Background: an optimization exercise with open tools, aiming at small area, a short achievable clock period and few clock cycles per item. Do not read the settings as production practice. Only simulation tests tie the RTL to the original design; equivalence was not proved. Power figures rest on the tool's default switching activity, not on a simulated workload.

Setup of maple:
==> flow/design.v (excerpt) <==
module glemi_alu (
    input  wire        clk,
    input  wire        rst,
    input  wire        in_valid,
    output wire        in_ready,
    input  wire [5:0]  in_fn,
    input  wire [31:0] in_a,
    input  wire [31:0] in_b,
    input  wire [3:0]  in_flags,
    output reg         out_valid,
    output reg  [31:0] out_rd,
    output wire [31:0] out_rr,
    output reg         out_wr_rd,
    output reg         out_wr_rr,
    output wire [3:0]  out_flags,
    output reg         out_dz,
    output reg         out_illegal
);
    localparam FN_ADD   = 6'h00, FN_ADC   = 6'h01, FN_SUB   = 6'h02, FN_SBC  = 6'h03;
    localparam FN_CMP   = 6'h04, FN_NEG   = 6'h05, FN_AND   = 6'h06, FN_OR   = 6'h07;
    localparam FN_XOR   = 6'h08, FN_ANDN  = 6'h09, FN_NOT   = 6'h0A, FN_TST  = 6'h0B;
    localparam FN_MOV   = 6'h0C;
    localparam FN_LSL   = 6'h10, FN_LSR   = 6'h11, FN_ASR   = 6'h12, FN_ROR  = 6'h13;
    localparam FN_MUL   = 6'h18, FN_MULHS = 6'h19, FN_MULHU = 6'h1A;
    localparam FN_DIVS  = 6'h1C, FN_DIVU  = 6'h1D;
  ...
export LEC_CHECK = 0
export ABC_AREA = 1
export CAP_MARGIN = 20
export CORE_MARGIN = 2
export CORE_UTILIZATION = 45
export SLEW_MARGIN = 20
create_clock -name core_clock -period 11.0 [get_ports {clk}]
standard.sh (not shown) runs the stock make flow with config.mk's settings and CLKGATE_MAP_FILE= SYNTH_SCRIPT=/design/flow/synth_recipe.tcl, a recipe that flattens the netlist after the stock synthesis.
==> flow/flow/run.sh <==
#!/bin/bash
set -e
export BUFFER_PORTS_ARGS="-buffer_cell sky130_fd_sc_hd__buf_1"
export SETUP_SLACK_MARGIN=6.25
bash standard.sh > standard.log 2>&1
Testbench counts of maple, summed over its fixed seeds: cycles 44,555, ops 24,000.
Inputs modified between maple and xenon:
==> flow/flow/run.sh <==
#!/bin/bash
set -e
export BUFFER_PORTS_ARGS="-buffer_cell sky130_fd_sc_hd__buf_1"
export ADDER_MAP_FILE=
export SETUP_SLACK_MARGIN=6.75
bash standard.sh > standard.log 2>&1
## What came out
xenon | stages: all done | timing, DRC, antenna: all pass
As of xenon, first-iteration DRC count had fallen slightly compared to maple.
met1 track utilization from global routing ended up 3.4 points lower on xenon than on maple.
maple ended up with b1[28] as its last element of the critical path; xenon ended up with b1[23].
Area: xenon vs maple -> xenon smaller
Taking maple as the reference, in xenon register area roughly the same; fraction of final layout cells with drive strength greater than 1 roughly the same.
ta_r[3] as the launching instance or port of the critical path was reported by maple, and ta_r[2] by xenon.
Share of total power in combinational logic on xenon is down relative to maple.
xenon vs. maple: wire length went down about 0.43%; number of buffers inserted to repair setup after CTS higher.
xenon ends up with higher number of cells upsized or downsized after cts than maple does.
Between maple and xenon, clock latency on the worst-skew pair increased.
The layout buffer count excluding clock buffers in xenon sits about 17% below the value recorded for maple.
Edits applied to the flow inputs when going from xenon to juniper:
# xenon
export LEC_CHECK = 0
export ABC_AREA = 1
export CAP_MARGIN = 20
export CORE_MARGIN = 2
export CORE_UTILIZATION = 45
export SLEW_MARGIN = 20
create_clock -name core_clock -period 11.0 [get_ports {clk}]
# juniper
export LEC_CHECK = 0
export ABC_AREA = 1
export CAP_MARGIN = 20
export CORE_MARGIN = 2
export CORE_UTILIZATION = 50
export SLEW_MARGIN = 20
create_clock -name core_clock -period 11.0 [get_ports {clk}]
==> flow/flow/run.sh <==
#!/bin/bash
set -e
export BUFFER_PORTS_ARGS="-buffer_cell sky130_fd_sc_hd__buf_1"
export SETUP_SLACK_MARGIN=7
bash standard.sh > standard.log 2>&1
--- outcome ---
juniper vs. xenon: register-to-register slack moved down; maximum VDD drop lower. Overall die height for juniper: 9.2 um down relative to xenon. The first-pass GRT wire length in juniper sits 8.1 mm above the value recorded for xenon. Diff xenon -> juniper: wire length went up 12 mm, total design power went up about 36%, post-CTS setup buffer count went up 144, leakage power summed over all cells went up 16%, post-synthesis xor/xnor area fraction held.


Starting RTL as in the previous note.
Settings: LEC_CHECK=0, ABC_AREA=1, CAP_MARGIN=20, CORE_MARGIN=2, CORE_UTILIZATION=45, SLEW_MARGIN=20; clock period 11.0 ns.
==> flow/flow/run.sh <==
#!/bin/bash
set -e
export BUFFER_PORTS_ARGS="-buffer_cell sky130_fd_sc_hd__buf_1"
export ADDER_MAP_FILE=
export SETUP_SLACK_MARGIN=7.25
bash standard.sh > standard.log 2>&1
Testbench counts at the start, summed over its fixed seeds: cycles 44,555, ops 24,000.
Change:
--- a/flow/flow/run.sh
+++ b/flow/flow/run.sh
@@ -4,2 +4 @@
-export ADDER_MAP_FILE=
-export SETUP_SLACK_MARGIN=7.25
+export SETUP_SLACK_MARGIN=6.5
Effect:
- The changed run produced a clean layout
- utilization is lower by 2.1 points
- final area goes down by 1.1%
- sequential power is higher by about 8%
- critical path depth rose by 11
- wire length goes up by 4.1%
Change:
--- a/flow/flow/run.sh
+++ b/flow/flow/run.sh
@@ -4 +4 @@
-export SETUP_SLACK_MARGIN=6.5
+export SETUP_SLACK_MARGIN=6.75
=> The new run completed with no timing, DRC or antenna violations. Global-route usage rose by 1.2 points. Power goes up by about 8%. Cell count went up by 1.0%. Non-clock buffer count increases by 60. Routed wire length rose by about 2.5%. Fmax climbs by about 2%. Clock skew falls by 0.0031 ns.
Change:
--- a/flow/flow/run.sh
+++ b/flow/flow/run.sh
@@ -4 +4,2 @@
-export SETUP_SLACK_MARGIN=6.75
+export ADDER_MAP_FILE=
+export SETUP_SLACK_MARGIN=7
The new run ran to the end with no violations. First-iteration DRC count shrinks by a few percent. Routed wire length shrinks by a few percent. Total power shrinks by about a fifth. Count of clock-buffer cells in the layout grows by 1. Utilization shrinks by 2.7 points.
Change:
==> flow/run.sh (new file) <==
#!/bin/bash
# synth_recipe.tcl (not shown) runs the flow's synth.tcl, then flattens the netlist and writes it again
# the make line also repeats each setting of config.mk as NAME=value (left out here)
make -C /OpenROAD-flow-scripts/flow DESIGN_CONFIG=/design/flow/config.mk WORK_HOME=/design/flow/orfs CLKGATE_MAP_FILE= SYNTH_SCRIPT=/design/flow/synth_recipe.tcl finish
--- a/flow/config.mk
+++ b/flow/config.mk
@@ -11 +11,2 @@
-export CORE_UTILIZATION = 45
+export CORE_UTILIZATION = 55
+export SETUP_SLACK_MARGIN = 5
removed: flow/flow/run.sh
removed: flow/standard.sh
What happened: Final cell count went down by about 10%; worst setup slack is worse by 1.3 ns; sequential cell count does not change; clock power barely changes; routed wire length went down by 5.4%; global-route usage went up by 8.9 points; total power went up by 8.0%; synthesized area went up by about 3.3%; cell area went down by about 2%.
Change:
==> flow/flow/run.sh (new file) <==
#!/bin/bash
set -e
export BUFFER_PORTS_ARGS="-buffer_cell sky130_fd_sc_hd__buf_1"
bash standard.sh > standard.log 2>&1
==> flow/standard.sh (new file) <==
#!/bin/bash
# synth_recipe.tcl (not shown) runs the flow's synth.tcl, then flattens the netlist and writes it again
# the make line also repeats each setting of config.mk as NAME=value (left out here)
make -C /OpenROAD-flow-scripts/flow DESIGN_CONFIG=/design/flow/config.mk WORK_HOME=/design/flow/orfs CLKGATE_MAP_FILE= SYNTH_SCRIPT=/design/flow/synth_recipe.tcl "${@:-finish}"
--- a/flow/config.mk
+++ b/flow/config.mk
@@ -11 +11 @@
-export CORE_UTILIZATION = 55
+export CORE_UTILIZATION = 45
removed: flow/run.sh
The new run passed the timing, design-rule and antenna checks.
Sequential power came out lower by about 5%.
Cell area came out lower by 1.7%.
Via count came out lower by about 3%.
Sequential share of layout area came out higher by 0.32 points.
Synthesized area stays the same.
Utilization came out lower by 12 points.
Register-to-register slack improves by 0.25 ns.
Die area came out higher by 22%.
First-iteration DRC count came out lower by 21%.
Fmax came out higher by 4.4%.


glemi_alu, a different RTL version from the one above (not shown whole).
Size: about 4200 cells after synthesis, ~210 flip-flops, ~31000 um^2 of cells after synthesis.
make LEC_CHECK=0 CAP_MARGIN=20 CORE_MARGIN=2 CORE_UTILIZATION=40 SETUP_SLACK_MARGIN=5 SLEW_MARGIN=20 finish   # period 11.0 ns
run.sh (not shown) runs the stock make flow with config.mk's settings and CLKGATE_MAP_FILE= SYNTH_SCRIPT=/design/flow/synth_recipe.tcl, a recipe that flattens the netlist after the stock synthesis.
Stock flow here: none of the scripts above is used.
Testbench counts at the start, summed over its fixed seeds: cycles 44,555, ops 24,000.
Then changed:
- ABC_AREA: not set -> 1
- CORE_UTILIZATION: 40 -> 70
Result:
- The changed run ended with an error in global routing on GRT-0183
- synthesized area is lower by a few percent
- synthesized cell count goes up by roughly a tenth

separate check: timing with driven ports:
In the flow no input, the clock included, has a driving cell. The finished layouts below were timed again as built, in two steps.
Step 1 sets driving cells, clkbuf_16 on the clock port and buf_2 on the other inputs (assumed; they add their load-dependent delay and slew).
Step 2, shift: input delay + t, output delay - t, t = (earliest + latest rising clock arrival at the registers) / 2. This alone moves slack from input paths to output paths.
Slacks: ideal ports / drivers / drivers and shift; pairs: ideal ports / drivers.
run | shift t [ns] | setup WS [ns] | worst setup path after step 2 | cell pins on the clock port's net
maple | 0.716 | 6.085 / 6.085 / 5.796 | input to register | 1
xenon | 0.730 | 6.531 / 6.489 / 6.195 | input to register | 1
juniper | 0.718 | 6.452 / 6.452 / 6.272 | input to register | 1
the first run of note 2 | 0.696 | 6.513 / 6.437 / 6.560 | input to register | 1
the second run of note 2 | 0.720 | 6.349 / 6.349 / 5.936 | input to register | 1
the third run of note 2 | 0.707 | 6.441 / 6.441 / 6.186 | input to register | 1
the fourth run of note 2 | 0.711 | 6.490 / 6.415 / 6.239 | input to register | 1
the fifth run of note 2 | 0.703 | 5.144 / 5.144 / 5.090 | input to register | 1
the sixth run of note 2 | 0.706 | 5.392 / 5.392 / 5.392 | register to register | 1
the first run of note 3 | 0.700 | 4.960 / 4.960 / 4.887 | input to register | 1
After both steps every run listed still meets setup and hold. For the second run of note 2, which loses most, drivers alone change the setup slack by 0.000 ns; drivers and shift together by -0.413 ns.
